Background: an optimization exercise with open tools, aiming at small area, a short achievable clock period and few clock cycles. Do not read the settings as production practice.
Function was checked by simulation only, so behaviour that the tests miss may differ from the original.

<file path="design.v">
module echo_corr (
    input  wire               clk,
    input  wire               rst,         
    input  wire               start,       
    output wire [7:0]         tpl_addr,
    input  wire [31:0]        tpl_data,
    output wire [8:0]         cap_addr,
    input  wire [13:0]        cap_data,
    output reg                done,        
    output reg                clip,        
    output reg                unlock,      
    output reg                neg,         
    output reg signed [6:0]   lag,         
    output reg signed [38:0]  r_prev,      
    output reg signed [38:0]  r_peak,      
    output reg signed [38:0]  r_next,      
    output reg signed [38:0]  rq_peak,     
    output reg        [35:0]  xe           
);
    localparam [2:0] S_IDLE = 3'd0,
                     S_CORR = 3'd1,    
                     S_WAIT = 3'd2,    
                     S_PICK = 3'd3,    
                     S_EN   = 3'd4,    
                     S_EWT  = 3'd5;    
    reg [2:0] state;
    reg [7:0] tap;         
    reg [6:0] lcnt;        
    reg [6:0] sel_l;       
    assign tpl_addr = tap;
    assign cap_addr = (state == S_EN) ? ({2'b00, sel_l} + {1'b0, tap})
                                      : ({2'b00, lcnt}  + {1'b0, tap});
    reg       c_v, c_first, c_last;    
    reg [6:0] c_l;
    reg       e_v, e_first, e_last;    
    reg       t_v;
    reg [6:0] t_l;
    always @(posedge clk) begin
        if (rst) begin
            state <= S_IDLE;
            c_v   <= 1'b0;
            e_v   <= 1'b0;
        end else begin
            c_v <= 1'b0;
            e_v <= 1'b0;
            case (state)
                S_IDLE: if (start) begin
                    state <= S_CORR;
                    tap   <= 8'd0;
                    lcnt  <= 7'd0;
                end
                S_CORR: begin
                    c_v     <= 1'b1;
                    c_first <= (tap == 8'd0);
                    c_last  <= (tap == 8'd255);
                    c_l     <= lcnt;
                    tap     <= tap + 8'd1;
                    if (tap == 8'd255) begin
                        lcnt <= lcnt + 7'd1;
                        if (lcnt == 7'd64)
                            state <= S_WAIT;
                    end
                end
                S_WAIT: if (t_v && t_l == 7'd64)
                    state <= S_PICK;
                S_PICK: begin
                    state <= S_EN;
                    tap   <= 8'd0;
                end
                S_EN: begin
                    e_v     <= 1'b1;
                    e_first <= (tap == 8'd0);
                    e_last  <= (tap == 8'd255);
                    tap     <= tap + 8'd1;
                    if (tap == 8'd255)
                        state <= S_EWT;
                end
                S_EWT: if (e_v && e_last)
                    state <= S_IDLE;
                default: state <= S_IDLE;
            endcase
        end
    end
    wire signed [15:0] t_i  = tpl_data[15:0];
    wire signed [15:0] tq_i = tpl_data[31:16];
    wire signed [14:0] x_s  = $signed({1'b0, cap_data});
    wire signed [30:0] p_r  = t_i  * x_s;
    wire signed [30:0] p_q  = tq_i * x_s;
    reg  signed [38:0] acc_r, acc_q;
    wire signed [38:0] sum_r = (c_first ? 39'sd0 : acc_r) + p_r;
    wire signed [38:0] sum_q = (c_first ? 39'sd0 : acc_q) + p_q;
    reg signed [38:0]  t_r, t_q;
    reg clip_acc;
    always @(posedge clk) begin
        if (rst) begin
            t_v <= 1'b0;
        end else begin
            t_v <= c_v && c_last;
            if (c_v) begin
                acc_r <= sum_r;
                acc_q <= sum_q;
                if (c_last) begin
                    t_r <= sum_r;
                    t_q <= sum_q;
                    t_l <= c_l;
                end
            end
        end
    end
    always @(posedge clk) begin
        if (state == S_IDLE && start)
            clip_acc <= 1'b0;
        else if (c_v && (cap_data == 14'd0 || cap_data == 14'd16383))
            clip_acc <= 1'b1;
    end
    function [6:0] dist0;            
        input [6:0] l;
        dist0 = (l >= 7'd32) ? (l - 7'd32) : (7'd32 - l);
    endfunction
    reg signed [38:0] prev_r;        
    reg        [6:0]  mx_l, mn_l;
    reg signed [38:0] mx_r, mx_p, mx_n, mx_q;
    reg signed [38:0] mn_r, mn_p, mn_n, mn_q;
    wire mx_take = (t_l == 7'd0) || (t_r > mx_r) ||
                   (t_r == mx_r && dist0(t_l) < dist0(mx_l));
    wire mn_take = (t_l == 7'd0) || (t_r < mn_r) ||
                   (t_r == mn_r && dist0(t_l) < dist0(mn_l));
    always @(posedge clk) begin
        if (t_v) begin
            prev_r <= t_r;
            if (mx_take) begin
                mx_l <= t_l;
                mx_r <= t_r;
                mx_q <= t_q;
                mx_p <= (t_l == 7'd0) ? 39'sd0 : prev_r;
                mx_n <= 39'sd0;
            end else if (mx_l == t_l - 7'd1) begin
                mx_n <= t_r;
            end
            if (mn_take) begin
                mn_l <= t_l;
                mn_r <= t_r;
                mn_q <= t_q;
                mn_p <= (t_l == 7'd0) ? 39'sd0 : prev_r;
                mn_n <= 39'sd0;
            end else if (mn_l == t_l - 7'd1) begin
                mn_n <= t_r;
            end
        end
    end
    wire signed [39:0] mn_neg = -$signed({mn_r[38], mn_r});
    wire               pick_neg = mn_neg > $signed({mx_r[38], mx_r});
    reg                s_neg;
    reg signed [38:0]  s_p, s_r, s_n, s_q;
    always @(posedge clk) begin
        if (state == S_PICK) begin
            s_neg <= pick_neg;
            sel_l <= pick_neg ? mn_l : mx_l;
            s_p   <= pick_neg ? mn_p : mx_p;
            s_r   <= pick_neg ? mn_r : mx_r;
            s_n   <= pick_neg ? mn_n : mx_n;
            s_q   <= pick_neg ? mn_q : mx_q;
        end
    end
    reg  [35:0] acc_e;
    wire [27:0] x_sq  = cap_data * cap_data;
    wire [35:0] sum_e = (e_first ? 36'd0 : acc_e) + {8'd0, x_sq};
    always @(posedge clk) begin
        if (e_v)
            acc_e <= sum_e;
    end
    always @(posedge clk) begin
        if (rst) begin
            done <= 1'b0;
        end else begin
            done <= 1'b0;
            if (e_v && e_last) begin
                done    <= 1'b1;
                clip    <= clip_acc;
                neg     <= s_neg;
                lag     <= $signed(sel_l - 7'd32);
                unlock  <= (sel_l == 7'd0) || (sel_l == 7'd64);
                r_prev  <= s_p;
                r_peak  <= s_r;
                r_next  <= s_n;
                rq_peak <= s_q;
                xe      <= sum_e;
            end
        end
    end
endmodule
</file>
<file path="run.sh">
#!/bin/bash
# synth_recipe.tcl (not shown) runs the flow's synth.tcl, then flattens the netlist and writes it again
# the make line also repeats each setting of config.mk as NAME=value (left out here)
make -C /OpenROAD-flow-scripts/flow DESIGN_CONFIG=/design/flow/config.mk WORK_HOME=/design/flow/orfs CLKGATE_MAP_FILE= SYNTH_SCRIPT=/design/flow/synth_recipe.tcl finish
</file>
<file path="config.mk">
export PLATFORM = sky130hd
export DESIGN_NAME = echo_corr
export DESIGN_NICKNAME = echo_corr
export VERILOG_FILES = /design/flow/design.v
export SDC_FILE = /design/flow/constraint.sdc
export NUM_CORES = 4
export LEC_CHECK = 0
export CAP_MARGIN = 20
export CORE_MARGIN = 10
export CORE_UTILIZATION = 40
export SLEW_MARGIN = 20
</file>
<file path="constraint.sdc">
create_clock -name core_clock -period 10.0 [get_ports {clk}]
set_input_delay 2.0000 -clock core_clock [delete_from_list [all_inputs] [get_ports {clk}]]
set_output_delay 2.0000 -clock core_clock [all_outputs]
set_load 0.01 [all_outputs]
</file>
==> flow_summary.toml <==
[status]
status = "finished clean"

[grt]
number_of_antenna_violations_at_the_first_check_in_global_routing = 4
grt_pass1_wl_um = 234000
pin_count_of_the_biggest_net_entering_global_routing = 119
first_global_vias = 41060
grtUsageTotal = 0.1654
grt_overflow_total = 0

[die]
rows = 147
die_h_um = 423.0
die_x_um = 423.0
fp.dieArea_mm2 = 0.1790
initial_utilization = 0.4037
io_pins = 269
core-area_mm2 = 0.1609

[detailed_routing]
drt_iter0_markers = 1850
route.vias.total = 37800
vias_per_cell = 4.883
antenna_violating_nets_left = 0
count_of_unresolved_drc_violations_after_routing = 0
detailedRoute.firstPassIterationCount = 5
totalWireLength_um = 148200
wl_per_cell_um = 19.15

[final_layout]
layout-drive-gt1-share = 0.07473
final_net_count = 6658
multiInputGateArea_mm2 = 0.03209
area_growth_syn_to_layout_pct = 13.78
layout.core_utilization = 0.4594
finalNonFillerCells = 7741
seqCellArea_mm2 = 0.02887
layout.filler_cells = 14460

[critical_path]
path_buf_inv = 5
setup.worst_path.start_class = "input pin"
slowest_stage = "sky130_fd_sc_hd__clkdlybuf4s50_1"
crit-reg2reg-capture = "s_q[20]"
critical_path_peak_fanout = 15
crit_path_end_kind = "flop"
cp_data_arrival_time_ns = 9.12
setup.worst_path.class = "input pin to flop"
setup.reg_to_reg.worst_slack_ns = 2.50
timing.rr.start = "mn_r[10]"
cp.required_ns = 10.46
critical_path.cell_chain = "clkdlybuf4s50_1 -> buf_4 -> nand2_1 -> fa_1 -> inv_1 -> fa_1 -> fa_1 -> fa_1 -> fa_1 -> inv_1 -> fa_1 -> inv_1 -> ha_1 -> a21o_1 -> a21o_1 -> a211oi_1 -> o32ai_1 -> o41ai_1 -> o311ai_0 -> nand2_1 -> xor2_1 -> nor2_1"
slowest_delay_ns = 1.02
critPathMostFrequentCell = "sky130_fd_sc_hd__fa_1"
critical-path-top-delay-family = "adder cells"
reg2reg_depth = 19

[yosys]
post_synth_instance_area_mm2 = 0.06497
synthMostInstantiatedCell = "sky130_fd_sc_hd__edfxtp_1"
netlist-cell-type-count = 72
synth-edff-count = 956
dominantRegCellSynth = "sky130_fd_sc_hd__edfxtp_1"
syn_inst = 5205
synth_area_in_compound_gates = 0.04240
post_synth_mux_area_share = 0.02915
seq_area_frac_synth = 0.4443
synthXorXnorAreaFrac = 0.02655
dominant_combinational_cell_family_by_area_after_synthesis = "adder cells"
synth.top_cell.area_share = 0.4418
syn-mean-instance-area_um2 = 12.48
synth.top_cells.by_count = "956 x sky130_fd_sc_hd__edfxtp_1, 930 x sky130_fd_sc_hd__inv_1, 688 x sky130_fd_sc_hd__fa_1"
syn-num-nets = 6370
post_synth_adder_cell_area = 0.2944
synth-async-reset-ratio = 0
synth_top_cell_by_area = "sky130_fd_sc_hd__edfxtp_1"
simple_gate_fraction_of_synth_area = 0.09981
synth.ff_latch_count = 964
synth.yosys.warnings = 1
synth.area.top_cells = "sky130_fd_sc_hd__edfxtp_1 44%, sky130_fd_sc_hd__fa_1 21%, sky130_fd_sc_hd__ha_1 8.2%"

[sta]
achievable-frequency_mhz = 115.5
setup_total_negative_slack_ns = 0
grt_setup_unrepaired = "false"
max-slew-margin-rel = 0.3155
finalHoldViolations = 0
fin_crit_sh = 0.8658
setup_ws_ns = 1.342
finClkSkew_ns = 0.04141
minimum_clock_period_ns = 8.658
timing_worst_slew_pin_value_ns = 1.027
setup_violations = 0
final_max_slew_viol_count = 0

[clocking]
cts.path.max_buffers = 3
post-cts-setup-buffers = 0
tritoncts_clock_tree = "done"
cts_buffers = 106
post_cts_hold_buffer_count = 0
clockRootBuffer = "sky130_fd_sc_hd__clkbuf_16"
cts-resized-gates = 0
clock_insertion_delay_worst_skew_ns = 0.74
clkTransAtPathRegs_ns = 0.06
htree_levels = 3
clkSinkCount = 964

[placed_design]
setup_ws_pre_cts_ns = 0.6193
io_buffers = 268
numPlacedInstances = 7545
detailed_place_hpwl_um = 111700
gp_congestion = 0.8460

[min_path]
hp-start = "s_q[8]"
hold_path_depth = 0
whs_endpoint = "rq_peak[8]"
min_path_type = "flop to flop"

[run]
max_cap_viol_count = 0
[sequential cells by signal (all words and copies together) (netlist names), 36 cells and up]
name,count
acc_e,36
s_p,39
t_q,39
mn_r,39
rq_peak,39
t_r,39
mn_q,39
mn_n,39
s_r,39
mx_r,39
mn_p,39
s_q,39
mx_n,39
r_prev,39
r_peak,39
r_next,39
mx_p,39
acc_q,39
prev_r,39
s_n,39
mx_q,39
acc_r,39
xe,36
[routing by layer]
metal | routed length, µm | global-route usage
met1 | 64400 | 0.2109
met2 | 75120 | 0.2942
met3 | 5342 | 0.02465
met4 | 3338 | 0.04026
met5 | 40 | 0
[metrics by stage]
| step | instance area [µm²] | hold slack, ns |
|---|---|---|
| after global routing | 73930 | 0.4235 |
| after CTS | 73920 | 0.4153 |
| final | 73930 | 0.4141 |
| after detailed placement | 70390 | 0.4045 |
| after floorplan | 64980 | 0.4003 |
| after global placement | 70390 | 0.4021 |
[area by class of cell]
type,count,share of cell area
Tap cell,2160,0.03656
Clock buffer,129,0.03746
Inverter,931,0.04727
Timing Repair Buffer,341,0.04373
Sequential cell,964,0.3905
Antenna cell,1,0.00003385
Clock inverter,66,0.01038
Multi-Input combinational cell,3149,0.4340
[worst max path at each step]
stage                            from        end  slack (ns)  cells past startpoint
after detailed placement  cap_data[5]  acc_e[34]        0.62                     22
after global routing      cap_data[5]  acc_e[34]        0.67                     23
after CTS                 cap_data[5]  acc_e[34]        1.40                     22
after floorplan                t_l[0]    mn_l[0]        1.10                     17
final                     cap_data[5]  acc_e[34]        1.34                     22
after global placement    cap_data[5]  acc_e[34]        0.64                     23
[cells by family (layout without fill, tap and decap cells)]
logic type / count (synthesis) / count (layout)
AO/OA/AOI/OAI: 437 / 437
other: 0 / 1
XOR/XNOR: 197 / 197
buffers and inverters: 1092 / 1467
flip-flops: 964 / 964
AND/OR/NAND/NOR: 1226 / 1226
multiplexers: 173 / 173
adder cells (fa/ha/maj): 1116 / 1116
[cells in the final DEF (no fill, tap or decap), types with 81 or more instances in the layout]
cell / instances
sky130_fd_sc_hd__nor2b_1: 136
sky130_fd_sc_hd__nand2_1: 363
sky130_fd_sc_hd__mux2_2: 130
sky130_fd_sc_hd__fa_1: 688
sky130_fd_sc_hd__clkbuf_16: 106
sky130_fd_sc_hd__and2_1: 362
sky130_fd_sc_hd__o21ai_0: 81
sky130_fd_sc_hd__a21oi_1: 142
sky130_fd_sc_hd__ha_1: 428
sky130_fd_sc_hd__clkdlybuf4s50_1: 256
sky130_fd_sc_hd__xnor2_1: 142
sky130_fd_sc_hd__inv_1: 930
sky130_fd_sc_hd__nor2_1: 117
sky130_fd_sc_hd__edfxtp_1: 956
Testbench counts, summed over its fixed seeds: cycles 811,248.

## separate check: timing with driven ports
In the flow no input, the clock included, has a driving cell. The finished layout below was timed again as built, in two steps. Step 1, drivers: a clkbuf_16 drives clk and a buf_2 each remaining input, both assumed. Step 2 times the ports against the registers' clock, not the clock port: input delays grow and output delays shrink by t, the midpoint of the rising clock arrivals with the driver on. a / b / c = ideal ports / drivers / drivers and shift; a / b = the first two.
t, ns: 0.807
setup slack, ns: 1.342 / 1.359 / 0.552
clock arrival spread, ns: 0.044 / 0.044
cell pins on the clock port's net: 1
After both steps setup and hold are still met in this run. For this run, drivers alone change the setup slack by +0.017 ns; drivers and shift together by -0.790 ns.
